Context: an optimization exercise on an open-source flow, tuned for small area, a short achievable clock period and few clock cycles. The choices shown serve that exercise and are no tape-out recipe.
In this exercise RTL edits were held to simulation tests only and were not proved equivalent to the original.
Power figures rest on the tool's default switching activity, not on a simulated workload.

<file path="flow/flow/run.sh">
#!/bin/bash
# Standard ORFS layout (the standard.sh), with the setup repair aiming
# for slack well beyond the 17 ns clock: SETUP_SLACK_MARGIN is raised so
# repair_timing works the paths down to about 6 ns.  The clock, constraints
# and every other step are unchanged.
set -euo pipefail
MARGIN=${MARGIN:-11}
bash standard.sh SETUP_SLACK_MARGIN=$MARGIN finish > flow_make.log 2>&1
</file>
<file path="flow/standard.sh">
#!/bin/bash
# synth_recipe.tcl (not shown) runs the flow's synth.tcl, then flattens the netlist and writes it again
# the make line also repeats each setting of config.mk as NAME=value (left out here)
make -C /OpenROAD-flow-scripts/flow DESIGN_CONFIG=/design/flow/config.mk WORK_HOME=/design/flow/orfs CLKGATE_MAP_FILE= SYNTH_SCRIPT=/design/flow/synth_recipe.tcl "${@:-finish}"
</file>
<file path="flow/config.mk">
export PLATFORM = sky130hd
export DESIGN_NAME = dsp_exec
export DESIGN_NICKNAME = dsp_exec
export VERILOG_FILES = /design/flow/design.v
export SDC_FILE = /design/flow/constraint.sdc
export NUM_CORES = 4
export LEC_CHECK = 0
export CAP_MARGIN = 20
export CORE_MARGIN = 2
export CORE_UTILIZATION = 40
export SETUP_SLACK_MARGIN = 0.5
export SLEW_MARGIN = 20
</file>
<file path="flow/constraint.sdc">
create_clock -name core_clock -period 17.0 [get_ports {clk}]
set_input_delay 3.4000 -clock core_clock [delete_from_list [all_inputs] [get_ports {clk}]]
set_output_delay 3.4000 -clock core_clock [all_outputs]
set_load 0.01 [all_outputs]
</file>
<file path="flow/design.v">
module dsp_exec (
    input  wire        clk,
    input  wire        rst,         
    input  wire        in_valid,
    output wire        in_ready,
    input  wire [35:0] in_insn,
    output reg         out_valid,
    input  wire        out_ready,
    output reg  [31:0] out_d,
    output reg  [39:0] out_acc,
    output reg  [15:0] out_st
);
    localparam OP_LDI   = 6'h0A, OP_MOV   = 6'h0B, OP_MVR   = 6'h0C, OP_LDSI  = 6'h0D;
    localparam OP_ADD   = 6'h10, OP_SUB   = 6'h11, OP_AND   = 6'h12, OP_OR    = 6'h13;
    localparam OP_XOR   = 6'h14, OP_SHL   = 6'h15, OP_SHR   = 6'h16, OP_ASR   = 6'h17;
    localparam OP_CMP   = 6'h18, OP_PAR   = 6'h19, OP_ADDI  = 6'h1A, OP_ANDI  = 6'h1B;
    localparam OP_ORI   = 6'h1C, OP_XORI  = 6'h1D, OP_ADD32 = 6'h1E, OP_SUB32 = 6'h1F;
    localparam OP_MPY   = 6'h20, OP_MAC   = 6'h21, OP_MSU   = 6'h22;
    localparam OP_CLRA  = 6'h24, OP_SHA   = 6'h25, OP_STA   = 6'h26, OP_LDAC  = 6'h27;
    localparam OP_ADDA  = 6'h28, OP_SUBA  = 6'h29, OP_STAP  = 6'h2A;
    reg [15:0] dreg [0:15];
    reg [15:0] dvld;
    reg [39:0] areg [0:3];
    reg [3:0]  avld;
    reg [15:0] st;
    reg        sk_valid;
    reg        in_rdy;        
    reg [35:0] sk_insn;
    assign in_ready = in_rdy;
    wire accept = in_valid && !sk_valid;
    wire [35:0] nx_insn = sk_valid ? sk_insn : in_insn;
    wire [5:0]  nx_op   = nx_insn[35:30];
    wire        nx_mul  = (nx_op == OP_MPY) || (nx_op == OP_MAC) || (nx_op == OP_MSU) || (nx_op == OP_LDAC);
    wire        nx_mvr  = (nx_op == OP_MVR);
    wire        nx_a32  = (nx_op == OP_ADD32) || (nx_op == OP_SUB32);
    wire [3:0]  nx_aa   = nx_mul ? nx_insn[27:24] : nx_mvr ? nx_insn[29:26] :
                          {nx_insn[25:23], nx_insn[22] & !nx_a32};
    wire [3:0]  nx_ab   = nx_mul ? nx_insn[23:20] : {nx_insn[21:19], nx_insn[18] & !nx_a32};
    wire [1:0]  nx_ap   = (nx_op == OP_SHA) ? nx_insn[29:28] :
                          ((nx_op == OP_ADDA) || (nx_op == OP_SUBA)) ? nx_insn[27:26] : nx_insn[25:24];
    reg        ir_valid;
    reg [35:0] ir;
    reg [3:0]  ir_aa, ir_ab;
    reg [1:0]  ir_ap;
    wire [5:0]  op    = ir[35:30];
    wire [15:0] f_imm = ir[15:0];
    wire [3:0]  f_d   = ir[29:26];
    wire [3:0]  f_sh4 = ir[17:14];
    wire [1:0]  f_acc = ir[29:28];
    wire        f_dir = ir[25];
    wire        sreg17 = (ir[24:20] == 5'd17);
    localparam NF = 31;
    function [NF-1:0] dec;
        input [5:0] o;
        input       b5;           
        begin
            dec = {NF{1'b0}};
            dec[0]  = (o == OP_LDI);
            dec[1]  = (o == OP_MOV);
            dec[2]  = (o == OP_MVR);
            dec[3]  = (o == OP_LDSI);
            dec[4]  = (o == OP_ADD) || (o == OP_SUB) || (o == OP_CMP) || (o == OP_ADDI);
            dec[5]  = (o == OP_SUB) || (o == OP_CMP) || (o == OP_SUB32);      
            dec[6]  = (o == OP_AND) || (o == OP_OR) || (o == OP_XOR) ||
                      (o == OP_ANDI) || (o == OP_ORI) || (o == OP_XORI);
            dec[7]  = (o == OP_ANDI) || (o == OP_ORI) || (o == OP_XORI);
            dec[8]  = (o == OP_AND) || (o == OP_ANDI);
            dec[9]  = (o == OP_OR)  || (o == OP_ORI);
            dec[10] = (o == OP_SHL);
            dec[11] = (o == OP_ASR);
            dec[12] = (o == OP_SHL) || (o == OP_SHR) || (o == OP_ASR);
            dec[13] = (o == OP_PAR);
            dec[14] = (o == OP_ADD32) || (o == OP_SUB32);
            dec[15] = (o == OP_MPY) || (o == OP_MAC) || (o == OP_MSU);
            dec[16] = (o == OP_MSU);
            dec[17] = (o == OP_CLRA);
            dec[18] = (o == OP_SHA);
            dec[19] = (o == OP_STA);
            dec[20] = (o == OP_STAP);
            dec[21] = (o == OP_LDAC);
            dec[22] = (o == OP_ADDA) || (o == OP_SUBA);
            dec[23] = (o == OP_SUBA);
            dec[24] = (o == OP_SHA) && !b5;                                    
            dec[25] = (o == OP_CMP);
            dec[26] = (o == OP_ADDI);
            dec[27] = (o == OP_STA) || (o == OP_STAP) || (o == OP_SHA) ||
                      (o == OP_ADDA) || (o == OP_SUBA);                       
            dec[28] = (o == OP_MAC) || (o == OP_MSU) || (o == OP_ADDA) || (o == OP_SUBA);  
            dec[29] = (o == OP_MPY) || (o == OP_MAC) || (o == OP_MSU) || (o == OP_CLRA) ||
                      (o == OP_SHA) || (o == OP_LDAC) || (o == OP_ADDA) || (o == OP_SUBA);  
            dec[30] = (o == OP_SHA) && b5;                                     
        end
    endfunction
    wire [NF-1:0] nx_f = dec(nx_op, nx_insn[5]);
    reg  [NF-1:0] ir_f;
    wire is_ldi    = ir_f[0];
    wire is_mov    = ir_f[1];
    wire is_mvr    = ir_f[2];
    wire is_ldsi   = ir_f[3];
    wire is_addsub = ir_f[4];
    wire dosub     = ir_f[5];
    wire is_log    = ir_f[6];
    wire is_limm   = ir_f[7];
    wire is_and    = ir_f[8];
    wire is_or     = ir_f[9];
    wire is_shl    = ir_f[10];
    wire is_asr    = ir_f[11];
    wire is_sh16   = ir_f[12];
    wire is_par    = ir_f[13];
    wire is_a32    = ir_f[14];
    wire is_mul    = ir_f[15];
    wire is_msu    = ir_f[16];
    wire is_clra   = ir_f[17];
    wire is_sha    = ir_f[18];
    wire is_sta    = ir_f[19];
    wire is_stap   = ir_f[20];
    wire is_ldac   = ir_f[21];
    wire is_adda   = ir_f[22];
    wire is_suba   = ir_f[23];
    wire sha_left  = ir_f[24];
    wire is_cmp    = ir_f[25];
    wire is_addi   = ir_f[26];
    wire rd_acc1   = ir_f[27];
    wire use_x     = ir_f[28];
    wire wr_acc    = ir_f[29];
    wire sha_right = ir_f[30];
    reg [7:0]  sa_lo, sa_hi, sb_lo, sb_hi;
    reg [31:0] pa, pb;
    integer k;
    always @(*) begin
        pa = 32'd0;
        pb = 32'd0;
        for (k = 0; k < 8; k = k + 1) begin
            pa[15:0]  = pa[15:0]  | ({16{sa_lo[k]}} & dreg[2*k]);
            pa[31:16] = pa[31:16] | ({16{sa_hi[k]}} & dreg[2*k+1]);
            pb[15:0]  = pb[15:0]  | ({16{sb_lo[k]}} & dreg[2*k]);
            pb[31:16] = pb[31:16] | ({16{sb_hi[k]}} & dreg[2*k+1]);
        end
    end
    wire [15:0] da = ir_aa[0] ? pa[31:16] : pa[15:0];
    wire [15:0] db = ir_ab[0] ? pb[31:16] : pb[15:0];
    reg [3:0]  ap_sel;        
    reg [39:0] av;
    always @(*) begin
        av = 40'd0;
        for (k = 0; k < 4; k = k + 1)
            av = av | ({40{ap_sel[k]}} & areg[k]);
    end
    wire [15:0] bsrc  = is_addi ? f_imm : db;
    wire [31:0] ax    = {pa[31:16], da};
    wire [31:0] bx    = {pb[31:16], bsrc} ^ {32{dosub}};
    wire [32:0] sum   = {1'b0, ax} + {1'b0, bx} + {32'd0, dosub};
    wire        c16   = sum[16] ^ ax[16] ^ bx[16];
    wire        v16   = (ax[15] == bx[15]) && (sum[15] != ax[15]);
    wire        v32   = (ax[31] == bx[31]) && (sum[31] != ax[31]);
    wire [31:0] zx    = (ax ^ bx) ^ {ax[30:0] | bx[30:0], dosub};
    wire        z16   = (zx[15:0] == 16'd0);
    wire        z32   = z16 && (zx[31:16] == 16'd0);
    wire [15:0] lb    = is_limm ? f_imm : db;
    wire [15:0] logr  = is_and ? (da & lb) : is_or ? (da | lb) : (da ^ lb);
    wire [5:0]  sha_ramt = 6'd0 - ir[5:0];
    reg  [39:0] w;
    reg         fill;
    reg  [5:0]  amt;
    integer m;
    always @(*) begin
        if (sha_left) begin
            for (m = 0; m < 40; m = m + 1)
                w[m] = av[39-m];
            fill = 1'b0;
            amt  = {1'b0, ir[4:0]};
        end else begin
            w    = av;
            fill = av[39];
            amt  = sha_right ? sha_ramt : {1'b0, ir[4:0]};
        end
    end
    wire [40:0] shx = {{32{fill}}, w, 1'b0} >> amt;    
    wire [39:0] q    = shx[40:1];
    wire        half = shx[0];
    reg  [39:0] q_rev;
    always @(*) for (m = 0; m < 40; m = m + 1) q_rev[m] = q[39-m];
    reg  [15:0] dsw;
    always @(*) for (m = 0; m < 16; m = m + 1) dsw[m] = is_shl ? da[15-m] : da[m];
    wire [16:0] sh16x = {{15{is_asr && da[15]}}, dsw, 1'b0} >> f_sh4;
    reg  [15:0] sh16r;
    always @(*) for (m = 0; m < 16; m = m + 1) sh16r[m] = sh16x[16-m];
    wire [15:0] shr16 = is_shl ? sh16r : sh16x[16:1];
    wire        shc   = sh16x[0];
    reg         sha_ovf;
    always @(*) begin
        sha_ovf = 1'b0;
        for (m = 8; m < 39; m = m + 1)
            if ({1'b0, ir[4:0]} >= 6'd39 - m[5:0])
                sha_ovf = sha_ovf | (av[m] ^ av[39]);
    end
    wire [39:0] sha_val = sha_left ? q_rev : q;
    reg         sticky;
    always @(*) begin
        sticky = 1'b0;
        for (m = 0; m < 30; m = m + 1)
            if ({1'b0, ir[4:0]} >= m[5:0] + 6'd2)
                sticky = sticky | av[m];
    end
    wire [1:0]  rnd  = st[13:12];
    wire        inc  = ((rnd == 2'd1) && half) || ((rnd == 2'd2) && half && (sticky || q[0]));
    wire [31:0] qi   = q[31:0] + {31'd0, inc};
    wire        hi0_16 = (q[39:15] == 25'd0);
    wire        hi1_16 = (q[39:15] == {25{1'b1}});
    wire        fit16  = hi1_16 || (hi0_16 && !((q[14:0] == 15'h7FFF) && inc));
    wire        hi0_32 = (q[39:31] == 9'd0);
    wire        hi1_32 = (q[39:31] == 9'h1FF);
    wire        fit32  = hi1_32 || (hi0_32 && !((q[30:0] == 31'h7FFFFFFF) && inc));
    wire [15:0] sta16  = fit16 ? qi[15:0] : (q[39] ? 16'h8000 : 16'h7FFF);
    wire [31:0] sta32  = fit32 ? qi : (q[39] ? 32'h80000000 : 32'h7FFFFFFF);
    wire [40:0] mul_s, mul_c;
    dsp_booth u_booth (.a(da), .b(db), .neg(is_msu), .s(mul_s), .c(mul_c));
    reg         e2_valid;
    reg  [40:0] e2_s, e2_c;
    reg         e2_cin;
    reg  [3:0]  e2_xsel;      
    reg  [1:0]  e2_acc;
    reg         e2_wra;       
    reg         e2_chk;       
    reg         e2_shaov;     
    reg         e2_shasg;     
    reg  [31:0] e2_d;         
    reg [39:0] xv;
    always @(*) begin
        xv = 40'd0;
        for (k = 0; k < 4; k = k + 1)
            xv = xv | ({40{e2_xsel[k]}} & areg[k]);
    end
    wire [40:0] xx   = {xv[39], xv};
    wire [40:0] cs_s = xx ^ e2_s ^ e2_c;
    wire [40:0] cs_c = {(xx[39:0] & e2_s[39:0]) | (xx[39:0] & e2_c[39:0]) | (e2_s[39:0] & e2_c[39:0]), e2_cin};
    wire [40:0] ex   = cs_s + cs_c;
    wire        sata = st[11];
    wire        ov   = e2_chk ? (ex[40] ^ ex[39]) : e2_shaov;
    wire        sgn  = e2_chk ? ex[40] : e2_shasg;
    wire [39:0] accr = (ov && sata) ? (sgn ? {1'b1, 39'd0} : {1'b0, {39{1'b1}}}) : ex[39:0];
    wire        e2_ovf = e2_valid && ov;
    wire out_free = !out_valid || out_ready;
    wire e2_free  = !e2_valid || out_free;
    wire hazard   = e2_valid && e2_wra && rd_acc1 && (ir_ap == e2_acc);
    wire ir_go    = ir_valid && e2_free && !hazard;
    wire ir_free  = !ir_valid || ir_go;
    wire [15:0] st_now = {st[15:6], st[5] | e2_ovf, st[4:0]};    
    reg         wr_d, wr_p;
    reg  [15:0] wlo, whi;
    reg  [15:0] st1;          
    always @(*) begin
        wr_d = 1'b0; wr_p = 1'b0;
        wlo  = 16'd0; whi = 16'd0;
        st1  = st_now;
        if (is_ldi) begin
            wr_d = 1'b1; wlo = f_imm;
        end
        if (is_mov) begin
            wr_d = 1'b1; wlo = da;
        end
        if (is_mvr) begin
            if (f_dir) begin
                wr_d = 1'b1; wlo = sreg17 ? st_now : 16'd0;
            end else if (sreg17)
                st1 = da & 16'hFFEF;
        end
        if (is_ldsi && sreg17)
            st1 = f_imm & 16'hFFEF;
        if (is_addsub) begin
            wr_d = !is_cmp; wlo = sum[15:0];
            st1[0] = z16; st1[1] = sum[15]; st1[2] = c16; st1[3] = v16;
        end
        if (is_log) begin
            wr_d = 1'b1; wlo = logr;
            st1[0] = (logr == 16'd0); st1[1] = logr[15]; st1[2] = 1'b0; st1[3] = 1'b0;
        end
        if (is_sh16) begin
            wr_d = 1'b1; wlo = shr16;
            st1[0] = (shr16 == 16'd0); st1[1] = shr16[15];
            if (f_sh4 != 4'd0) st1[2] = shc;
        end
        if (is_par) begin
            wr_d = 1'b1; wlo = {15'd0, ^(da & db)};
            st1[0] = ~(^(da & db));
        end
        if (is_a32) begin
            wr_p = 1'b1; wlo = sum[15:0]; whi = sum[31:16];
            st1[0] = z32; st1[1] = sum[31]; st1[2] = sum[32]; st1[3] = v32;
        end
        if (is_sta) begin
            wr_d = 1'b1; wlo = sta16;
            if (!fit16) st1[5] = 1'b1;
        end
        if (is_stap) begin
            wr_p = 1'b1; wlo = sta32[15:0]; whi = sta32[31:16];
            if (!fit32) st1[5] = 1'b1;
        end
    end
    wire [15:0] whi_bus = wr_p ? whi : wlo;
    wire [40:0] s_in = is_mul ? mul_s :
                       is_adda ? ({av[39], av} ^ {41{is_suba}}) :
                       is_sha  ? {1'b0, sha_val} :
                       is_ldac ? {{9{pa[31]}}, pa} : 41'd0;
    wire [40:0] c_in = is_mul ? mul_c : 41'd0;
    reg  [3:0] avld_nx;
    always @(*)
        for (k = 0; k < 4; k = k + 1)
            avld_nx[k] = avld[k] || (e2_valid && out_free && e2_wra && e2_acc == k);
    wire [1:0] ap_nx = ir_free ? nx_ap : ir_ap;
    reg  [15:0] wmask;
    always @(*)
        for (k = 0; k < 16; k = k + 1)
            wmask[k] = (wr_d && f_d == k) || (wr_p && f_d[3:1] == k[3:1]);
    wire [15:0] dvld_ld = dvld | (ir_valid ? wmask : 16'd0);
    integer n;
    always @(posedge clk) begin
        if (!sk_valid)
            sk_insn <= in_insn;
        if (ir_free) begin
            ir    <= nx_insn;
            ir_aa <= nx_aa;
            ir_ab <= nx_ab;
            ir_ap <= nx_ap;
            ir_f  <= nx_f;
            for (n = 0; n < 8; n = n + 1) begin
                sa_lo[n] <= (nx_aa[3:1] == n) && dvld_ld[2*n];
                sa_hi[n] <= (nx_aa[3:1] == n) && dvld_ld[2*n+1];
                sb_lo[n] <= (nx_ab[3:1] == n) && dvld_ld[2*n];
                sb_hi[n] <= (nx_ab[3:1] == n) && dvld_ld[2*n+1];
            end
        end
        for (n = 0; n < 4; n = n + 1)
            ap_sel[n] <= (ap_nx == n) && avld_nx[n];
        for (n = 0; n < 16; n = n + 1) begin
            if (ir_go && wmask[n]) begin
                dreg[n] <= n[0] ? whi_bus : wlo;
            end
        end
        for (n = 0; n < 4; n = n + 1)
            if (e2_valid && out_free && e2_wra && e2_acc == n)
                areg[n] <= accr;
        if (e2_free) begin
            e2_s     <= s_in;
            e2_c     <= c_in;
            e2_cin   <= is_suba;
            for (n = 0; n < 4; n = n + 1)
                e2_xsel[n] <= use_x && (f_acc == n) && avld_nx[n];
            e2_acc   <= f_acc;
            e2_wra   <= wr_acc;
            e2_chk   <= use_x;
            e2_shaov <= is_sha && sha_left && sha_ovf;
            e2_shasg <= av[39];
            e2_d     <= {wr_p ? whi : 16'd0, (wr_d || wr_p) ? wlo : 16'd0};
        end
        if (out_free) begin
            out_d   <= e2_d;
            out_acc <= accr;    
            out_st  <= st_now;
        end
        if (rst) begin
            sk_valid  <= 1'b0;
            in_rdy    <= 1'b1;
            ir_valid  <= 1'b0;
            e2_valid  <= 1'b0;
            out_valid <= 1'b0;
            dvld      <= 16'd0;
            avld      <= 4'd0;
            st        <= 16'd0;
        end else begin
            sk_valid  <= sk_valid ? !ir_free : (accept && ir_valid && !ir_go);
            in_rdy    <= sk_valid ? ir_free : !(accept && ir_valid && !ir_go);
            if (ir_free)
                ir_valid <= sk_valid || accept;
            if (e2_free)
                e2_valid <= ir_go;
            if (out_free)
                out_valid <= e2_valid;
            for (n = 0; n < 16; n = n + 1)
                if (ir_go && wmask[n])
                    dvld[n] <= 1'b1;
            for (n = 0; n < 4; n = n + 1)
                if (e2_valid && out_free && e2_wra && e2_acc == n)
                    avld[n] <= 1'b1;
            if (ir_go)
                st <= st1;
            else if (e2_valid && out_free)
                st <= st_now;
        end
    end
endmodule
module dsp_booth (
    input  wire [15:0] a,
    input  wire [15:0] b,
    input  wire        neg,    
    output wire [40:0] s,
    output wire [40:0] c
);
    wire [16:0] bx = {b, 1'b0};
    wire [16:0] ax = {a[15], a};
    wire b0_one = bx[1] ^ bx[0];
    wire b0_two = (bx[2] & ~bx[1] & ~bx[0]) | (~bx[2] & bx[1] & bx[0]);
    wire b0_neg = bx[2] ^ neg;
    wire [16:0] pp0 = (({17{b0_one}} & ax) | ({17{b0_two}} & {ax[15:0], 1'b0})) ^ {17{b0_neg}};
    wire b1_one = bx[3] ^ bx[2];
    wire b1_two = (bx[4] & ~bx[3] & ~bx[2]) | (~bx[4] & bx[3] & bx[2]);
    wire b1_neg = bx[4] ^ neg;
    wire [16:0] pp1 = (({17{b1_one}} & ax) | ({17{b1_two}} & {ax[15:0], 1'b0})) ^ {17{b1_neg}};
    wire b2_one = bx[5] ^ bx[4];
    wire b2_two = (bx[6] & ~bx[5] & ~bx[4]) | (~bx[6] & bx[5] & bx[4]);
    wire b2_neg = bx[6] ^ neg;
    wire [16:0] pp2 = (({17{b2_one}} & ax) | ({17{b2_two}} & {ax[15:0], 1'b0})) ^ {17{b2_neg}};
    wire b3_one = bx[7] ^ bx[6];
    wire b3_two = (bx[8] & ~bx[7] & ~bx[6]) | (~bx[8] & bx[7] & bx[6]);
    wire b3_neg = bx[8] ^ neg;
    wire [16:0] pp3 = (({17{b3_one}} & ax) | ({17{b3_two}} & {ax[15:0], 1'b0})) ^ {17{b3_neg}};
    wire b4_one = bx[9] ^ bx[8];
    wire b4_two = (bx[10] & ~bx[9] & ~bx[8]) | (~bx[10] & bx[9] & bx[8]);
    wire b4_neg = bx[10] ^ neg;
    wire [16:0] pp4 = (({17{b4_one}} & ax) | ({17{b4_two}} & {ax[15:0], 1'b0})) ^ {17{b4_neg}};
    wire b5_one = bx[11] ^ bx[10];
    wire b5_two = (bx[12] & ~bx[11] & ~bx[10]) | (~bx[12] & bx[11] & bx[10]);
    wire b5_neg = bx[12] ^ neg;
    wire [16:0] pp5 = (({17{b5_one}} & ax) | ({17{b5_two}} & {ax[15:0], 1'b0})) ^ {17{b5_neg}};
    wire b6_one = bx[13] ^ bx[12];
    wire b6_two = (bx[14] & ~bx[13] & ~bx[12]) | (~bx[14] & bx[13] & bx[12]);
    wire b6_neg = bx[14] ^ neg;
    wire [16:0] pp6 = (({17{b6_one}} & ax) | ({17{b6_two}} & {ax[15:0], 1'b0})) ^ {17{b6_neg}};
    wire b7_one = bx[15] ^ bx[14];
    wire b7_two = (bx[16] & ~bx[15] & ~bx[14]) | (~bx[16] & bx[15] & bx[14]);
    wire b7_neg = bx[16] ^ neg;
    wire [16:0] pp7 = (({17{b7_one}} & ax) | ({17{b7_two}} & {ax[15:0], 1'b0})) ^ {17{b7_neg}};
    wire t1 = pp0[10] ^ pp1[8];
    wire t2 = pp0[10] & pp1[8];
    wire t3 = pp0[11] ^ pp1[9];
    wire t4 = pp0[11] & pp1[9];
    wire t5 = pp0[12] ^ pp1[10] ^ pp2[8];
    wire t6 = (pp0[12] & pp1[10]) | (pp0[12] & pp2[8]) | (pp1[10] & pp2[8]);
    wire t7 = pp3[6] ^ pp4[4];
    wire t8 = pp3[6] & pp4[4];
    wire t9 = pp0[13] ^ pp1[11] ^ pp2[9];
    wire t10 = (pp0[13] & pp1[11]) | (pp0[13] & pp2[9]) | (pp1[11] & pp2[9]);
    wire t11 = pp3[7] ^ pp4[5];
    wire t12 = pp3[7] & pp4[5];
    wire t13 = pp0[14] ^ pp1[12] ^ pp2[10];
    wire t14 = (pp0[14] & pp1[12]) | (pp0[14] & pp2[10]) | (pp1[12] & pp2[10]);
    wire t15 = pp3[8] ^ pp4[6] ^ pp5[4];
    wire t16 = (pp3[8] & pp4[6]) | (pp3[8] & pp5[4]) | (pp4[6] & pp5[4]);
    wire t17 = pp6[2] ^ pp7[0];
    wire t18 = pp6[2] & pp7[0];
    wire t19 = pp0[15] ^ pp1[13] ^ pp2[11];
    wire t20 = (pp0[15] & pp1[13]) | (pp0[15] & pp2[11]) | (pp1[13] & pp2[11]);
    wire t21 = pp3[9] ^ pp4[7] ^ pp5[5];
    wire t22 = (pp3[9] & pp4[7]) | (pp3[9] & pp5[5]) | (pp4[7] & pp5[5]);
    wire t23 = pp6[3] ^ pp7[1];
    wire t24 = pp6[3] & pp7[1];
    wire t25 = ~pp0[16] ^ pp1[14] ^ pp2[12];
    wire t26 = (~pp0[16] & pp1[14]) | (~pp0[16] & pp2[12]) | (pp1[14] & pp2[12]);
    wire t27 = pp3[10] ^ pp4[8] ^ pp5[6];
    wire t28 = (pp3[10] & pp4[8]) | (pp3[10] & pp5[6]) | (pp4[8] & pp5[6]);
    wire t29 = pp6[4] ^ pp7[2] ^ 1'b1;
    wire t30 = (pp6[4] & pp7[2]) | (pp6[4] & 1'b1) | (pp7[2] & 1'b1);
    wire t31 = pp1[15] ^ pp2[13] ^ pp3[11];
    wire t32 = (pp1[15] & pp2[13]) | (pp1[15] & pp3[11]) | (pp2[13] & pp3[11]);
    wire t33 = pp4[9] ^ pp5[7] ^ pp6[5];
    wire t34 = (pp4[9] & pp5[7]) | (pp4[9] & pp6[5]) | (pp5[7] & pp6[5]);
    wire t35 = pp7[3] ^ 1'b1;
    wire t36 = pp7[3] & 1'b1;
    wire t37 = ~pp1[16] ^ pp2[14] ^ pp3[12];
    wire t38 = (~pp1[16] & pp2[14]) | (~pp1[16] & pp3[12]) | (pp2[14] & pp3[12]);
    wire t39 = pp4[10] ^ pp5[8] ^ pp6[6];
    wire t40 = (pp4[10] & pp5[8]) | (pp4[10] & pp6[6]) | (pp5[8] & pp6[6]);
    wire t41 = pp2[15] ^ pp3[13] ^ pp4[11];
    wire t42 = (pp2[15] & pp3[13]) | (pp2[15] & pp4[11]) | (pp3[13] & pp4[11]);
    wire t43 = pp5[9] ^ pp6[7];
    wire t44 = pp5[9] & pp6[7];
    wire t45 = ~pp2[16] ^ pp3[14] ^ pp4[12];
    wire t46 = (~pp2[16] & pp3[14]) | (~pp2[16] & pp4[12]) | (pp3[14] & pp4[12]);
    wire t47 = pp3[15] ^ pp4[13];
    wire t48 = pp3[15] & pp4[13];
    wire t49 = pp0[6] ^ pp1[4];
    wire t50 = pp0[6] & pp1[4];
    wire t51 = pp0[7] ^ pp1[5];
    wire t52 = pp0[7] & pp1[5];
    wire t53 = pp0[8] ^ pp1[6] ^ pp2[4];
    wire t54 = (pp0[8] & pp1[6]) | (pp0[8] & pp2[4]) | (pp1[6] & pp2[4]);
    wire t55 = pp3[2] ^ pp4[0];
    wire t56 = pp3[2] & pp4[0];
    wire t57 = pp0[9] ^ pp1[7] ^ pp2[5];
    wire t58 = (pp0[9] & pp1[7]) | (pp0[9] & pp2[5]) | (pp1[7] & pp2[5]);
    wire t59 = pp3[3] ^ pp4[1];
    wire t60 = pp3[3] & pp4[1];
    wire t61 = pp2[6] ^ pp3[4] ^ pp4[2];
    wire t62 = (pp2[6] & pp3[4]) | (pp2[6] & pp4[2]) | (pp3[4] & pp4[2]);
    wire t63 = pp5[0] ^ b5_neg ^ t1;
    wire t64 = (pp5[0] & b5_neg) | (pp5[0] & t1) | (b5_neg & t1);
    wire t65 = pp2[7] ^ pp3[5] ^ pp4[3];
    wire t66 = (pp2[7] & pp3[5]) | (pp2[7] & pp4[3]) | (pp3[5] & pp4[3]);
    wire t67 = pp5[1] ^ t2 ^ t3;
    wire t68 = (pp5[1] & t2) | (pp5[1] & t3) | (t2 & t3);
    wire t69 = pp5[2] ^ pp6[0] ^ b6_neg;
    wire t70 = (pp5[2] & pp6[0]) | (pp5[2] & b6_neg) | (pp6[0] & b6_neg);
    wire t71 = t4 ^ t5 ^ t7;
    wire t72 = (t4 & t5) | (t4 & t7) | (t5 & t7);
    wire t73 = pp5[3] ^ pp6[1] ^ t6;
    wire t74 = (pp5[3] & pp6[1]) | (pp5[3] & t6) | (pp6[1] & t6);
    wire t75 = t8 ^ t9 ^ t11;
    wire t76 = (t8 & t9) | (t8 & t11) | (t9 & t11);
    wire t77 = b7_neg ^ t10 ^ t12;
    wire t78 = (b7_neg & t10) | (b7_neg & t12) | (t10 & t12);
    wire t79 = t13 ^ t15 ^ t17;
    wire t80 = (t13 & t15) | (t13 & t17) | (t15 & t17);
    wire t81 = t14 ^ t16 ^ t18;
    wire t82 = (t14 & t16) | (t14 & t18) | (t16 & t18);
    wire t83 = t19 ^ t21 ^ t23;
    wire t84 = (t19 & t21) | (t19 & t23) | (t21 & t23);
    wire t85 = t20 ^ t22 ^ t24;
    wire t86 = (t20 & t22) | (t20 & t24) | (t22 & t24);
    wire t87 = t25 ^ t27 ^ t29;
    wire t88 = (t25 & t27) | (t25 & t29) | (t27 & t29);
    wire t89 = t26 ^ t28 ^ t30;
    wire t90 = (t26 & t28) | (t26 & t30) | (t28 & t30);
    wire t91 = t31 ^ t33 ^ t35;
    wire t92 = (t31 & t33) | (t31 & t35) | (t33 & t35);
    wire t93 = pp7[4] ^ t32 ^ t34;
    wire t94 = (pp7[4] & t32) | (pp7[4] & t34) | (t32 & t34);
    wire t95 = t36 ^ t37 ^ t39;
    wire t96 = (t36 & t37) | (t36 & t39) | (t37 & t39);
    wire t97 = pp7[5] ^ 1'b1 ^ t38;
    wire t98 = (pp7[5] & 1'b1) | (pp7[5] & t38) | (1'b1 & t38);
    wire t99 = t40 ^ t41 ^ t43;
    wire t100 = (t40 & t41) | (t40 & t43) | (t41 & t43);
    wire t101 = pp5[10] ^ pp6[8] ^ pp7[6];
    wire t102 = (pp5[10] & pp6[8]) | (pp5[10] & pp7[6]) | (pp6[8] & pp7[6]);
    wire t103 = t42 ^ t44 ^ t45;
    wire t104 = (t42 & t44) | (t42 & t45) | (t44 & t45);
    wire t105 = pp5[11] ^ pp6[9] ^ pp7[7];
    wire t106 = (pp5[11] & pp6[9]) | (pp5[11] & pp7[7]) | (pp6[9] & pp7[7]);
    wire t107 = 1'b1 ^ t46 ^ t47;
    wire t108 = (1'b1 & t46) | (1'b1 & t47) | (t46 & t47);
    wire t109 = ~pp3[16] ^ pp4[14] ^ pp5[12];
    wire t110 = (~pp3[16] & pp4[14]) | (~pp3[16] & pp5[12]) | (pp4[14] & pp5[12]);
    wire t111 = pp6[10] ^ pp7[8] ^ t48;
    wire t112 = (pp6[10] & pp7[8]) | (pp6[10] & t48) | (pp7[8] & t48);
    wire t113 = pp4[15] ^ pp5[13] ^ pp6[11];
    wire t114 = (pp4[15] & pp5[13]) | (pp4[15] & pp6[11]) | (pp5[13] & pp6[11]);
    wire t115 = pp7[9] ^ 1'b1;
    wire t116 = pp7[9] & 1'b1;
    wire t117 = ~pp4[16] ^ pp5[14] ^ pp6[12];
    wire t118 = (~pp4[16] & pp5[14]) | (~pp4[16] & pp6[12]) | (pp5[14] & pp6[12]);
    wire t119 = pp5[15] ^ pp6[13];
    wire t120 = pp5[15] & pp6[13];
    wire t121 = pp0[4] ^ pp1[2];
    wire t122 = pp0[4] & pp1[2];
    wire t123 = pp0[5] ^ pp1[3];
    wire t124 = pp0[5] & pp1[3];
    wire t125 = pp2[2] ^ pp3[0] ^ b3_neg;
    wire t126 = (pp2[2] & pp3[0]) | (pp2[2] & b3_neg) | (pp3[0] & b3_neg);
    wire t127 = pp2[3] ^ pp3[1] ^ t50;
    wire t128 = (pp2[3] & pp3[1]) | (pp2[3] & t50) | (pp3[1] & t50);
    wire t129 = b4_neg ^ t52 ^ t53;
    wire t130 = (b4_neg & t52) | (b4_neg & t53) | (t52 & t53);
    wire t131 = t54 ^ t56 ^ t57;
    wire t132 = (t54 & t56) | (t54 & t57) | (t56 & t57);
    wire t133 = t58 ^ t60 ^ t61;
    wire t134 = (t58 & t60) | (t58 & t61) | (t60 & t61);
    wire t135 = t62 ^ t64 ^ t65;
    wire t136 = (t62 & t64) | (t62 & t65) | (t64 & t65);
    wire t137 = t66 ^ t68 ^ t69;
    wire t138 = (t66 & t68) | (t66 & t69) | (t68 & t69);
    wire t139 = t70 ^ t72 ^ t73;
    wire t140 = (t70 & t72) | (t70 & t73) | (t72 & t73);
    wire t141 = t74 ^ t76 ^ t77;
    wire t142 = (t74 & t76) | (t74 & t77) | (t76 & t77);
    wire t143 = t78 ^ t80 ^ t81;
    wire t144 = (t78 & t80) | (t78 & t81) | (t80 & t81);
    wire t145 = t82 ^ t84 ^ t85;
    wire t146 = (t82 & t84) | (t82 & t85) | (t84 & t85);
    wire t147 = t86 ^ t88 ^ t89;
    wire t148 = (t86 & t88) | (t86 & t89) | (t88 & t89);
    wire t149 = t90 ^ t92 ^ t93;
    wire t150 = (t90 & t92) | (t90 & t93) | (t92 & t93);
    wire t151 = t94 ^ t96 ^ t97;
    wire t152 = (t94 & t96) | (t94 & t97) | (t96 & t97);
    wire t153 = t98 ^ t100 ^ t101;
    wire t154 = (t98 & t100) | (t98 & t101) | (t100 & t101);
    wire t155 = t102 ^ t104 ^ t105;
    wire t156 = (t102 & t104) | (t102 & t105) | (t104 & t105);
    wire t157 = t106 ^ t108 ^ t109;
    wire t158 = (t106 & t108) | (t106 & t109) | (t108 & t109);
    wire t159 = t110 ^ t112 ^ t113;
    wire t160 = (t110 & t112) | (t110 & t113) | (t112 & t113);
    wire t161 = pp7[10] ^ t114 ^ t116;
    wire t162 = (pp7[10] & t114) | (pp7[10] & t116) | (t114 & t116);
    wire t163 = pp7[11] ^ 1'b1 ^ t118;
    wire t164 = (pp7[11] & 1'b1) | (pp7[11] & t118) | (1'b1 & t118);
    wire t165 = ~pp5[16] ^ pp6[14] ^ pp7[12];
    wire t166 = (~pp5[16] & pp6[14]) | (~pp5[16] & pp7[12]) | (pp6[14] & pp7[12]);
    wire t167 = pp6[15] ^ pp7[13];
    wire t168 = pp6[15] & pp7[13];
    wire t169 = pp0[2] ^ pp1[0];
    wire t170 = pp0[2] & pp1[0];
    wire t171 = pp0[3] ^ pp1[1];
    wire t172 = pp0[3] & pp1[1];
    wire t173 = pp2[0] ^ b2_neg ^ t121;
    wire t174 = (pp2[0] & b2_neg) | (pp2[0] & t121) | (b2_neg & t121);
    wire t175 = pp2[1] ^ t122 ^ t123;
    wire t176 = (pp2[1] & t122) | (pp2[1] & t123) | (t122 & t123);
    wire t177 = t49 ^ t124 ^ t125;
    wire t178 = (t49 & t124) | (t49 & t125) | (t124 & t125);
    wire t179 = t51 ^ t126 ^ t127;
    wire t180 = (t51 & t126) | (t51 & t127) | (t126 & t127);
    wire t181 = t55 ^ t128 ^ t129;
    wire t182 = (t55 & t128) | (t55 & t129) | (t128 & t129);
    wire t183 = t59 ^ t130 ^ t131;
    wire t184 = (t59 & t130) | (t59 & t131) | (t130 & t131);
    wire t185 = t63 ^ t132 ^ t133;
    wire t186 = (t63 & t132) | (t63 & t133) | (t132 & t133);
    wire t187 = t67 ^ t134 ^ t135;
    wire t188 = (t67 & t134) | (t67 & t135) | (t134 & t135);
    wire t189 = t71 ^ t136 ^ t137;
    wire t190 = (t71 & t136) | (t71 & t137) | (t136 & t137);
    wire t191 = t75 ^ t138 ^ t139;
    wire t192 = (t75 & t138) | (t75 & t139) | (t138 & t139);
    wire t193 = t79 ^ t140 ^ t141;
    wire t194 = (t79 & t140) | (t79 & t141) | (t140 & t141);
    wire t195 = t83 ^ t142 ^ t143;
    wire t196 = (t83 & t142) | (t83 & t143) | (t142 & t143);
    wire t197 = t87 ^ t144 ^ t145;
    wire t198 = (t87 & t144) | (t87 & t145) | (t144 & t145);
    wire t199 = t91 ^ t146 ^ t147;
    wire t200 = (t91 & t146) | (t91 & t147) | (t146 & t147);
    wire t201 = t95 ^ t148 ^ t149;
    wire t202 = (t95 & t148) | (t95 & t149) | (t148 & t149);
    wire t203 = t99 ^ t150 ^ t151;
    wire t204 = (t99 & t150) | (t99 & t151) | (t150 & t151);
    wire t205 = t103 ^ t152 ^ t153;
    wire t206 = (t103 & t152) | (t103 & t153) | (t152 & t153);
    wire t207 = t107 ^ t154 ^ t155;
    wire t208 = (t107 & t154) | (t107 & t155) | (t154 & t155);
    wire t209 = t111 ^ t156 ^ t157;
    wire t210 = (t111 & t156) | (t111 & t157) | (t156 & t157);
    wire t211 = t115 ^ t158 ^ t159;
    wire t212 = (t115 & t158) | (t115 & t159) | (t158 & t159);
    wire t213 = t117 ^ t160 ^ t161;
    wire t214 = (t117 & t160) | (t117 & t161) | (t160 & t161);
    wire t215 = t119 ^ t162 ^ t163;
    wire t216 = (t119 & t162) | (t119 & t163) | (t162 & t163);
    wire t217 = t120 ^ t164 ^ t165;
    wire t218 = (t120 & t164) | (t120 & t165) | (t164 & t165);
    wire t219 = 1'b1 ^ t166 ^ t167;
    wire t220 = (1'b1 & t166) | (1'b1 & t167) | (t166 & t167);
    wire t221 = ~pp6[16] ^ pp7[14] ^ t168;
    wire t222 = (~pp6[16] & pp7[14]) | (~pp6[16] & t168) | (pp7[14] & t168);
    wire t223 = pp7[15] ^ 1'b1;
    wire t224 = pp7[15] & 1'b1;
    assign s = {1'b1, 1'b1, 1'b1, 1'b1, 1'b1, 1'b1, 1'b1, 1'b1, 1'b1, 1'b1, ~pp7[16], t222, t220, t218, t216, t214, t212, t210, t208, t206, t204, t202, t200, t198, t196, t194, t192, t190, t188, t186, t184, t182, t180, t178, t176, t174, t172, t170, b1_neg, pp0[1], pp0[0]};
    assign c = {1'b0, 1'b0, 1'b0, 1'b0, 1'b0, 1'b0, 1'b0, 1'b0, 1'b0, 1'b0, t224, t223, t221, t219, t217, t215, t213, t211, t209, t207, t205, t203, t201, t199, t197, t195, t193, t191, t189, t187, t185, t183, t181, t179, t177, t175, t173, t171, t169, 1'b0, b0_neg};
endmodule
</file>
==> run notes, run 1 <==
status timing/DRC/antenna clean; CTS tree done; nets between 5000 and 6000; static leakage between 20 and 25 nW; Starting Density 40.2%; input/output buffers 128; storage element area 22900 sq um; Worst Tran Pin Value 1180 ps; Final TNS setup 0 ps; max incr delay on CP 600 ps; Post-synth EDFFs 709; RSZ-0062 raised after global routing true; Chip Height 373 um; CP arrival 6480 ps; synth cell count leaders 709 x edfxtp_1, 479 x a22oi_1, 387 x nor2_1; max-slew violations 0; synth warn 3; PwrDens 161 nW/um^2; fmax around 170 MHz; Tcrit/Tclk final 35.4%; Cells after DPL about 7000; final setup fails 0; Syn-to-layout area delta 15.0%; setup ws final 10990 ps; Peak VDD IR between 0.2 and 0.25 mV; largest family of logic cells by synthesized area compound AO/OA/AOI/OAI gates; CP required 17470 ps; simple-gate portion of the synthesized area around 11%; Clk Latency, worst-skew pair 730 ps; Unique masters post-synth 104; H-tree Lvls 3; GRT overflow 0; top-count cell post-synth edfxtp_1; DRC Markers 0; Slowest-stage cell, CP nor2_1; number of buffers created by CTS 88; vias in the first global route 44000; synth top area cells edfxtp_1 39%, a22oi_1 6.6%, fa_1 4.2%; worst path cell trace buf_8, nand2b_2, o21a_1, nor2_2, buf_4, nor2_1, a22o_1, nor2b_1, o21ai_0, nand4b_1, nor4_2, o211a_1, nor3_2, nor3_1, o21ai_0, buf_4; Finished Layout Cells ~7300; minimum clock period 6010 ps; Synth top area share 39.1%; Hold Fails Final Rpt 0; Via Count 47300; clock-pin transition on the worst setup and hold timing paths 70 ps; Rows around 140; Antenna diodes 0; first-pass GRT wire length 321000 um; hold-fix buffer count after cts 0; Root Buffer Master clkbuf_16; Worst Skew between 40 and 50 ps; Total Routing Usage GR 31.5%; largest net degree at the start of global routing 82; Synth Area in Adders slightly above 8%; Filler cells about 13000; syn_nets 5659; register bit total from synthesis 791; DR iter-0 viols 7102; post-detail-place hpwl 162000 um; mux cell area share after synthesis under 10%; multi-input combinational cell area 29700 sq um; clk buf depth 3; initial antenna violation count 4; Total Wirelength 228000 um; post-synth top area cell edfxtp_1; Hold Slack just over 400 ps; Mean Syn Cell Area 10.2 sq um; Final Power between 10 and 15 mW; DP Worst Slack between 9000 and 10000 ps; Final GP Congestion 1.02; CORE AREA 135000 sq um; # IOs 130; ys flop type edfxtp_1; worst-path maximum fanout 53; Die X 373 um; post-synthesis sequential area ratio 42.2%; clk sinks 791; Setup crit start kind flip-flop; post-DR wirelength/cell around 31 um; crit path kind reg -> reg; CP Capture Type flip-flop; Synth Area in Compound Gates 21.0%; Die ar. 139000 sq um; Cells after Synth 5332; mapped cell area around 54000 sq um; post-route antenna net violation count 0; Via-to-Cell Ratio between 6 and 7; max-cap violations 0; asr flop ratio synth 0%; drt pass-1 iters 7; share of cells above drive strength 1 14.2%; HP Class reg -> reg; Max transition margin 20.2%; Synth Area in XOR/XNOR 6.17%
-- registers in the layout, summed over array words and instances (netlist names), 28 cells and up --
signal   count
areg       160
ir          28
ir_f        30
e2_c        30
out_d       32
e2_d        32
out_acc     40
sk_insn     36
dreg       256
e2_s        41
-- where the power goes --
part | total [mW] | internal [mW] | leakage (nW) | switching (mW)
combinational | 5.54 | 2.14 | 14.0 | 3.39
sequential | 2.69 | 2.58 | 7.76 | 0.112
clock | 1.86 | 1.03 | 1.33 | 0.831
-- cell type report --
class	count	area share [%]
Inverter	342	2.12
Timing Repair Buffer	387	5.63
Sequential cell	791	36.7
Tap cell	1781	3.56
Multi-Input combinational cell	3822	47.6
Clock inverter	48	0.707
Clock buffer	111	3.69
Timing Repair inverter	1	0.0140
-- metrics by stage --
stage / utilization [%] / instance area (sq um)
finish: 46.3 / 62500
floorplan: - / 54500
detailed placement: 42.8 / 57800
global placement: 42.8 / 57800
global route: 46.3 / 62500
CTS: 45.5 / 61500
-- repair_timing --
item                                    in CTS  in global routing
pin swaps                                   23                 33
resized for setup                          152                135
cloned                                       4                  5
hold endpoints to repair                     0                  0
endpoints found under the setup margin     596                512
buffers inserted                            36                 43
-- layer usage --
layer  share of wire (%)  vias up  global-route usage, %
met5               0.025        -                      0
met4                 6.9        8                   17.9
met3                  11      653                   6.53
met2                  43     3163                   47.1
met1                  39    23300                   42.4
li1                    -    20300                      -
-- cell usage in the layout (no fill, tap or decap), types with 96 or more instances in the layout --
cell / Yosys / routed
a21oi_1: 289 / 282
edfxtp_1: 709 / 709
ha_1: 173 / 172
buf_4: 21 / 232
xnor2_1: 260 / 256
nor2_1: 387 / 375
fa_1: 114 / 113
o21ai_0: 256 / 205
a22oi_1: 479 / 474
nand4_1: 96 / 96
clkdlybuf4s50_1: 0 / 127
mux2i_1: 118 / 107
xor2_1: 123 / 113
nand2_1: 337 / 325
inv_1: 325 / 322
-- logic make-up after synthesis --
logic type | count (synthesis)
buf+inv | 721
mux | 256
xor+xnor | 383
flops | 791
simple gates | 1233
fa+ha+maj | 287
compound gates | 1660
other cells | 1
-- critical path: cells and delay by family, from the launching register on --
family,cells,cell delay [ps]
DFF,1,360
and+or+nand+nor,8,2630
buffers and inverters,3,780
AOI/OAI and AO/OA,5,1930
-- final timing paths --
| kind | start | endpoint | slack [ps] | cells past startpoint |
|---|---|---|---|---|
| max | ir_f[24] | dreg[10][4] | 10990 | 16 |
| min | e2_d[29] | out_d[29] | 400 | 0 |
| max reg2reg | ir_f[24] | dreg[10][4] | 10990 | 16 |
| min reg2reg | e2_d[29] | out_d[29] | 400 | 0 |
Testbench counts, summed over its fixed seeds: cycles 32,773.
==> run 2: changes to the inputs <==
--- a/flow/design.v
+++ b/flow/design.v
@@ -36,12 +36,14 @@
     wire [3:0]  nx_aa   = nx_mul ? nx_insn[27:24] : nx_mvr ? nx_insn[29:26] :
                           {nx_insn[25:23], nx_insn[22] & !nx_a32};
     wire [3:0]  nx_ab   = nx_mul ? nx_insn[23:20] : {nx_insn[21:19], nx_insn[18] & !nx_a32};
+    wire [5:0]  nx_amt  = ((nx_op == OP_SHA) && nx_insn[5]) ? (6'd0 - nx_insn[5:0]) : {1'b0, nx_insn[4:0]};
     wire [1:0]  nx_ap   = (nx_op == OP_SHA) ? nx_insn[29:28] :
                           ((nx_op == OP_ADDA) || (nx_op == OP_SUBA)) ? nx_insn[27:26] : nx_insn[25:24];
     reg        ir_valid;
     reg [35:0] ir;
     reg [3:0]  ir_aa, ir_ab;
     reg [1:0]  ir_ap;
+    reg [5:0]  ir_amt;        
     wire [5:0]  op    = ir[35:30];
     wire [15:0] f_imm = ir[15:0];
     wire [3:0]  f_d   = ir[29:26];
@@ -149,7 +151,8 @@
     wire [15:0] bsrc  = is_addi ? f_imm : db;
     wire [31:0] ax    = {pa[31:16], da};
     wire [31:0] bx    = {pb[31:16], bsrc} ^ {32{dosub}};
-    wire [32:0] sum   = {1'b0, ax} + {1'b0, bx} + {32'd0, dosub};
+    wire [33:0] sum2  = {1'b0, ax, dosub} + {1'b0, bx, dosub};     
+    wire [32:0] sum   = sum2[33:1];
     wire        c16   = sum[16] ^ ax[16] ^ bx[16];
     wire        v16   = (ax[15] == bx[15]) && (sum[15] != ax[15]);
     wire        v32   = (ax[31] == bx[31]) && (sum[31] != ax[31]);
@@ -158,7 +161,6 @@
     wire        z32   = z16 && (zx[31:16] == 16'd0);
     wire [15:0] lb    = is_limm ? f_imm : db;
     wire [15:0] logr  = is_and ? (da & lb) : is_or ? (da | lb) : (da ^ lb);
-    wire [5:0]  sha_ramt = 6'd0 - ir[5:0];
     reg  [39:0] w;
     reg         fill;
     reg  [5:0]  amt;
@@ -168,11 +170,11 @@
             for (m = 0; m < 40; m = m + 1)
                 w[m] = av[39-m];
             fill = 1'b0;
-            amt  = {1'b0, ir[4:0]};
+            amt  = ir_amt;
         end else begin
             w    = av;
             fill = av[39];
-            amt  = sha_right ? sha_ramt : {1'b0, ir[4:0]};
+            amt  = ir_amt;
         end
     end
     wire [40:0] shx = {{32{fill}}, w, 1'b0} >> amt;    
@@ -322,6 +324,7 @@
             ir_aa <= nx_aa;
             ir_ab <= nx_ab;
             ir_ap <= nx_ap;
+            ir_amt <= nx_amt;
             ir_f  <= nx_f;
             for (n = 0; n < 8; n = n + 1) begin
                 sa_lo[n] <= (nx_aa[3:1] == n) && dvld_ld[2*n];
==> flow/flow/run.sh (replaced) <==
#!/bin/bash
# Standard ORFS layout (the standard.sh) with two changes to how it is made:
#  - setup repair aims for slack well beyond the 17 ns clock (SETUP_SLACK_MARGIN
#    raised), so repair_timing works the paths down to about 5.4 ns;
#  - the port buffers are buf_2 cells (resizable buf family) instead of the
#    default delay-buffer cell, which MATCH_CELL_FOOTPRINT keeps from resizing.
# Clock, constraints and every other step are unchanged.  Make's output goes to
# flow_make.log; ORFS writes each step's log under orfs/logs.
set -euo pipefail
MARGIN=${MARGIN:-11.6}
bash standard.sh SETUP_SLACK_MARGIN=$MARGIN "BUFFER_PORTS_ARGS=-buffer_cell sky130_fd_sc_hd__buf_2" finish > flow_make.log 2>&1
==> run 2 against run 1 <==
  * Still clean
  * Die area increased by 1.4%
  * Cell count increased by 5.7%
  * Combinational power increased by 6.7%
  * Global-route usage increased by 3.0 points
  * Clock-buffer cell count increased by 4
  * First-iteration DRC count increased by 14%
  * Critical path type unchanged
==> run notes, run 2 <==
status timing/DRC/antenna clean; number of buffers created by CTS 87 (-1.1%); vias in the first global route 47200 (+7.2%); Die X 375 um (+0.71%); CP required 17440 ps (-30 ps); asr flop ratio synth 0% (unchanged); Synth Area in Adders 8.00% (-0.18 points); Slowest-stage cell, CP a221oi_1; first-pass GRT wire length 353000 um (+10%); Bufs and invs on worst path 6 (+3); Starting Density 40.2% (about the same); GRT overflow 0 (unchanged); clock-pin transition on the worst setup and hold timing paths 70 ps (about the same); post-synthesis sequential area ratio 41.8% (-0.38 points); DR iter-0 viols 8062 (+14%); Max transition margin 17.1% (-3.1 points); commonest non-fill, non-tap cell in the layout edfxtp_1; largest net degree at the start of global routing 82 (unchanged); Total Routing Usage GR 34.5% (+3.0 points); biggest regs dreg: 256 flops, areg: 160 flops, e2_s: 41 flops; post-synth top area cell edfxtp_1; worst path cell trace buf_4, buf_4, a22oi_1, nand4_1, buf_4, inv_1, mux2i_2, buf_4, inv_1, mux4_2, nor2_1, a211o_1, a32oi_1, a2111o_1, a221oi_1, a21o_1, a21o_1; synth warn 3 (unchanged); max-slew violations 0 (unchanged); Hold Fails Final Rpt 0 (unchanged); minimum clock period 5480 ps (-531 ps); max reg flops 256 (unchanged); Comb pwr share 56.2% (+1.3 points); nets 6152 (+6.8%); Reg power frac 25.7% (-1.0 points); post-DR wirelength/cell 32.9 um (+5.2%); register bit total from synthesis 795 (+0.51%); CORE AREA 137000 sq um (+1.5%); storage element area 23100 sq um (+0.56%); CP Capture Type flip-flop; most frequent cells in the layout 713 x edfxtp_1, 432 x a22oi_1, 402 x buf_4; Synth top area share 38.8% (-0.34 points); H-tree Lvls 3 (unchanged); Chip Height 375 um (+0.71%); drt pass-1 iters 9 (+2); Final GP Congestion 1.06 (+3.9%); share of cells above drive strength 1 22.6% (+8.3 points); Top Family by Delay on Critical Path compound AO/OA/AOI/OAI gates; Cells after Synth 5512 (+3.4%); clk buf depth 3 (unchanged); Synth Area in Compound Gates 22.0% (+1.0 points); hold-fix buffer count after cts 0 (unchanged); Crit path top cell by count buf_4; CTS tree done; clock power share 18.1% (-0.4 points); Die ar. 141000 sq um (+1.4%); crit path kind reg -> reg; met3 usage 7.37% (+0.84 points); static leakage 25.3 nW (+9.8%); PwrDens 158 nW/um^2 (-2.1%); ys flop type edfxtp_1; post-detail-place hpwl 177000 um (+9.4%); Syn-to-layout area delta 20.8%; Filler cells 12600 (+0.23%); HP Class reg -> reg; Clk Latency, worst-skew pair 730 ps (about the same); Final TNS setup 0 ps (unchanged); largest family of logic cells by synthesized area compound AO/OA/AOI/OAI gates; DRC Markers 0 (unchanged); Worst Skew 52.5 ps (+6.08 ps); met1 Use GR 47.6% (+5.2 points); Synth Area in XOR/XNOR 6.08% (-0.087 points); internal power 5.94 mW (+3.3%); post-route antenna net violation count 0 (unchanged); clk sinks 795 (+0.51%); busiest grt layer met2; Peak VDD IR 0.269 mV (+9.4%); max incr delay on CP 1010 ps (+410 ps); Critical Path Stages 17 (+1); synth cell count leaders 713 x edfxtp_1, 478 x a22oi_1, 401 x nor2_1; synth top area cells edfxtp_1 39%, a22oi_1 6.5%, fa_1 4.1%; mux cell area share after synthesis 5.88% (-0.46 points); fmax 182 MHz (+9.7%); mapped cell area 55200 sq um (+1.4%); syn_nets 5836 (+3.1%); Via-to-Cell Ratio 6.65 (+2.4%); switching component of the power 4.58 mW (+5.6%); Sw Ratio 43.5% (+0.53 points); multi-input combinational cell area 31900 sq um (+7.4%); Post-synth EDFFs 713 (+0.56%); Tcrit/Tclk final 32.2% (-3.1 points); final setup fails 0 (unchanged); RSZ-0062 raised after global routing true; Final Power 10.5 mW (+4.3%); Via Count 51200 (+8.2%); M2 GR Usage 50.7% (+3.6 points); Rows 136 (+0.74%); input/output buffers 128 (unchanged); Mean Syn Cell Area 10.0 sq um (-1.9%); Root Buffer Master clkbuf_16; worst-path maximum fanout 20 (-62%); initial antenna violation count 11 (+7); Total Wirelength 253000 um (+11%); Hold Path Stages 0 (unchanged); Top reg by flops dreg; max-cap violations 0 (unchanged); Setup crit start kind flip-flop; Unique masters post-synth 99 (-4.8%); # IOs 130 (unchanged); simple-gate portion of the synthesized area 11.0% (+0.18 points); Reg2Reg Depth 17 (+1); CP arrival 5920 ps (-560 ps); Worst Tran Pin Value 1240 ps (+58.7 ps); top-count cell post-synth edfxtp_1
-- run 2: cell families (layout without fill, tap and decap cells) --
| family | count (synthesis) | after routing |
|---|---|---|
| fa+ha+maj | 285 | 285 |
| buf+inv | 743 | 1129 |
| compound gates | 1761 | 1761 |
| xor+xnor | 383 | 383 |
| simple gates | 1300 | 1302 |
| other cells | 1 | 5 |
| mux | 244 | 244 |
| flops | 795 | 795 |
-- run 2: what timing repair did --
item                                    CTS  global route
resized for setup                       348           228
endpoints found under the setup margin  644           512
cloned                                   11            11
buffers inserted                        225            85
endpoints found under the hold margin     0             0
pin swaps                                77            77
-- run 2: area by class of cell --
class	instances	area share (%)
clock buffers	115	3.61
diodes	4	0.0150
well taps	1794	3.37
repair inverters	1	0.00751
repair buffers	612	7.78
clock inverters	46	0.620
flip-flops and latches	795	34.6
inverters	355	2.04
multi-input cells	3976	47.9
-- run 2: worst paths after layout --
kind,startpoint,to,slack [ps]
setup / recovery,sa_hi[0],dreg[10][0],11520
hold / removal,e2_d[1],out_d[1],420
setup reg to reg,sa_hi[0],dreg[10][0],11520
hold reg to reg,e2_d[1],out_d[1],420
-- run 2: per-stage QoR --
stage	cell area [sq um]	instances	hold slack, ps	utilization [%]	worst slack (ps)
floorplan	55300	5512	400	-	10890
global placement	58000	7200	402	42.3	9760
detailed placement	58000	7200	406	42.3	9770
CTS	64600	7597	411	47.1	11550
global route	66600	7694	424	48.6	11510
finish	66600	7698	417	48.6	11520
-- run 2: worst register-to-register path: stages, from the launching register on --
cell and delay [ps]:
edfxtp_1 510, buf_4 230, buf_4 150, a22oi_1 90
nand4_1 80, buf_4 160, inv_1 100, mux2i_2 150
buf_4 350, inv_1 300, mux4_2 560, nor2_1 190
a211o_1 160, a32oi_1 120, a2111o_1 450, a221oi_1 1010
a21o_1 190, a21o_1 400
-- run 2: power groups by stage --
stage               Combinational (mW)  Sequential, mW  Clock (mW)
detailed placement                5.24            2.78           0
floorplan                         3.12            2.71           0
global route                      6.35            2.72        1.98
finish                            5.91            2.70        1.90
CTS                               5.54            2.70        1.91
global placement                  5.18            2.77           0
-- run 2: routing by layer --
layer  wire length [um]  vias up
met5                 15        -
met1              99200    25200
met3              30200      729
met4              16700        2
met2             107000     3908
li1                   -    21400
Testbench counts of run 2, summed over its fixed seeds: cycles 32,773.
==> run 3: changes to the inputs <==
--- a/flow/config.mk
+++ b/flow/config.mk
@@ -7,6 +7,9 @@
 export LEC_CHECK = 0
 export CAP_MARGIN = 20
 export CORE_MARGIN = 2
-export CORE_UTILIZATION = 40
+export CORE_UTILIZATION = 60
+export CTS_CLUSTER_DIAMETER = 100
+export CTS_CLUSTER_SIZE = 30
+export PLACE_DENSITY = 0.72
 export SETUP_SLACK_MARGIN = 0.5
 export SLEW_MARGIN = 20
==> run 3 against run 2 <==
  * Maximum frequency down 2.8%
  * Critical endpoint is now areg[3][16]
  * First-iteration DRC count rose by 24%
  * Routed wire length fell by 1.4%
  * Power is 4.6% lower
  * Cell count down 9.5%
  * Design area is 4.0% lower
  * Via count grew 3.3%
  * Non-clock buffer count decreased by 42
  * Still clean
  * Clock-buffer cell count is 58 lower
  * Critical path type unchanged
==> run notes, run 3 <==
status timing/DRC/antenna clean; drt pass-1 iters 11 (+2); max-cap violations 0 (unchanged); largest net degree at the start of global routing 82 (unchanged); initial antenna violation count 10 (-1); Tcrit/Tclk final 33.2% (+0.91 points); Hold Fails Final Rpt 0 (unchanged); input/output buffers 128 (unchanged); Via-to-Cell Ratio 7.59 (+14%); share of cells above drive strength 1 20.9% (-1.7 points); PwrDens 157 nW/um^2 (-0.54%); hold-fix buffer count after cts 0 (unchanged); Root Buffer Master clkbuf_16; DR iter-0 viols 9991 (+24%); vias in the first global route 48100 (+1.9%); Peak VDD IR 0.313 mV (+16%); post-DR wirelength/cell 35.9 um (+8.9%); clk buf depth 3 (unchanged); Die ar. 94400 sq um (-33%); clock-pin transition on the worst setup and hold timing paths 120 ps (+50 ps); Rows 111 (-18%); Total Wirelength 250000 um (-1.4%); DP Worst Slack 9760 ps (-11.5 ps); H-tree Lvls 2 (-1); clk sinks 795 (unchanged); Syn-to-layout area delta 15.9%; Cells after Synth 5512 (unchanged); reg-to-reg slack, setup 11360 ps (-160 ps); CTS tree done; max reg flops 256 (unchanged); biggest regs dreg: 256 flops, areg: 160 flops, e2_s: 41 flops; Via Count 52900 (+3.3%); nets 6062 (-1.5%); DRC Markers 0 (unchanged); RSZ-0062 raised after global routing true; Top reg by flops dreg; Unique masters post-synth 99 (unchanged); syn_nets 5836 (unchanged); Worst Skew 69.3 ps (+16.8 ps); synth warn 3 (unchanged); Max transition margin 27.2% (+10 points); post-detail-place hpwl 172000 um (-3.0%); top-count cell post-synth edfxtp_1; Total Routing Usage GR 50.0% (+16 points); ys flop type edfxtp_1; setup ws final 11360 ps (-155 ps); Final TNS setup 0 ps (unchanged); Slowest-stage cell, CP a221oi_1; asr flop ratio synth 0% (unchanged); max incr delay on CP 630 ps (-380 ps); most frequent cells in the layout 713 x edfxtp_1, 429 x a22oi_1, 388 x nor2_1; CORE AREA 91400 sq um (-33%); first-pass GRT wire length 341000 um (-3.4%); CP required 17430 ps (about the same); CP arrival 6070 ps (+150 ps); post-synth top area cell edfxtp_1; Final GP Congestion 1.08 (+2.0%); Mean Syn Cell Area 10.0 sq um (unchanged); Setup crit start kind flip-flop; Synth top area share 38.8% (unchanged); commonest non-fill, non-tap cell in the layout edfxtp_1; # IOs 130 (unchanged); post-route antenna net violation count 0 (unchanged); Crit path top cell by count buf_12; max-slew violations 0 (unchanged); number of buffers created by CTS 39 (-55%); Chip Height 307 um (-18%); worst path cell trace buf_6, buf_12, a22o_1, a221oi_1, fa_1, inv_1, ha_1, nand3_1, or3_1, nor2_1, o211ai_1, buf_4, a21oi_4, nor3_4, xnor2_2, xnor2_1, mux2_4, nand2_8, buf_12, nor2_4, buf_12, buf_12, a31o_4; Die X 307 um (-18%); Final Power 10.0 mW (-4.6%); register bit total from synthesis 795 (unchanged); Starting Density 60.4% (+20 points); mapped cell area 55200 sq um (unchanged); crit path kind reg -> reg; HP Class reg -> reg; Worst Tran Pin Value 1080 ps (-163 ps); Post-synth EDFFs 713 (unchanged); synth top area cells edfxtp_1 39%, a22oi_1 6.5%, fa_1 4.1%; fmax 177 MHz (-2.8%); minimum clock period 5640 ps (+155 ps); synth cell count leaders 713 x edfxtp_1, 478 x a22oi_1, 401 x nor2_1; CP Capture Type flip-flop; post-synthesis sequential area ratio 41.8% (unchanged); GRT overflow 0 (unchanged); worst-path maximum fanout 7 (-65%); final setup fails 0 (unchanged); Clk Latency, worst-skew pair 720 ps (about the same); static leakage 24.3 nW (-4.2%)
## run 3: final timing paths
check | startpoint | end | cells after the start
max reg2reg | e2_xsel[0] | areg[3][16] | 23
max | e2_xsel[0] | areg[3][16] | 23
min reg2reg | e2_d[19] | out_d[19] | 0
min | e2_d[19] | out_d[19] | 0
## run 3: routing by layer
metal | up-vias | GRT usage, % | part of all wire, %
met5 | - | 0.930 | 0.058
met4 | 6 | 34.6 | 10
met3 | 1403 | 14.3 | 15
met2 | 5422 | 74.3 | 42
met1 | 24900 | 63.2 | 33
li1 | 21200 | - | -
## run 3: kinds of logic (layout without fill, tap and decap cells)
family	after synthesis	count (layout)	synth area share [%]
simple gates	1300	1301	11.0
other cells	1	15	0.00680
flops	795	795	41.8
fa+ha+maj	285	285	8.00
mux	244	245	5.88
xor+xnor	383	383	6.08
compound gates	1761	1762	22.0
buf+inv	743	997	5.22
## run 3: power breakdown
group          internal, mW  switching (mW)  total, mW
Sequential             2.58           0.127       2.71
Clock                 0.482           0.728       1.21
Combinational          2.31            3.82       6.12
Total                  5.37            4.67       10.0
## run 3: final cells by class
cell class | instances | area (sq um)
clock inverters | 15 | 344
fillers | 6590 | 27500
clock buffers | 57 | 1060
flip-flops and latches | 795 | 23100
well taps | 1186 | 1480
diodes | 14 | 35.0
inverters | 355 | 1360
repair buffers | 570 | 4660
multi-input cells | 3977 | 31900
## run 3: per-stage QoR
step / util, % / hold slack [ps] / area, sq um / std cells
3_3_place_gp: 62.5 / 405 / 57100 / 6584
6_report: 70.0 / 431 / 63900 / 6969
3_5_place_dp: 62.5 / 405 / 57100 / 6585
2_1_floorplan: - / 400 / 55300 / 5512
4_1_cts: 67.4 / 426 / 61600 / 6876
5_1_grt: 69.9 / 438 / 63900 / 6957
## run 3: what timing repair did
action	4_1_cts	5_1_grt
gates cloned	7	11
buffers inserted	212	68
endpoints found under the setup margin	747	593
pin swaps	56	82
resized for setup	269	287
## run 3: critical path: cells and delay by family, from the launching register on
family / cells / cell delay, ps
adder cells (fa/ha/maj): 2 / 750
XOR/XNOR: 2 / 300
AO/OA/AOI/OAI: 5 / 1460
AND/OR/NAND/NOR: 6 / 1060
buffers and inverters: 7 / 1010
flip-flops: 1 / 410
multiplexers: 1 / 340

[re-timing with driven ports]
How much do the figures lean on ideal ports? The routed layouts below were timed once more, with nothing changed but the port constraints. Step 1: set_driving_cell puts a clkbuf_16 on clk and a buf_2 on each other input, an assumption about the parent block. Step 2 times the ports against the registers' clock, not the clock port: input delays grow and output delays shrink by t, the midpoint of the rising clock arrivals with the driver on. a / b / c = ideal ports / drivers / drivers and shift; a / b = the first two.
| run | t (ns) | setup slack, ns | slew at the worst register clock pin (ns) | worst slew at a driven data input, ns |
|---|---|---|---|---|
| run 1 | 0.790 | 10.988 / 10.988 / 10.452 | 0.08 / 0.08 | 0.04 |
| run 2 | 0.784 | 11.518 / 11.518 / 10.977 | 0.08 / 0.08 | 0.04 |
| run 3 | 0.762 | 11.363 / 11.363 / 10.896 | 0.12 / 0.12 | 0.06 |
After both steps setup and hold are still met in every run listed. The setup slack of run 2, which loses most, moves by 0.000 ns with the drivers and by -0.541 ns with both steps.
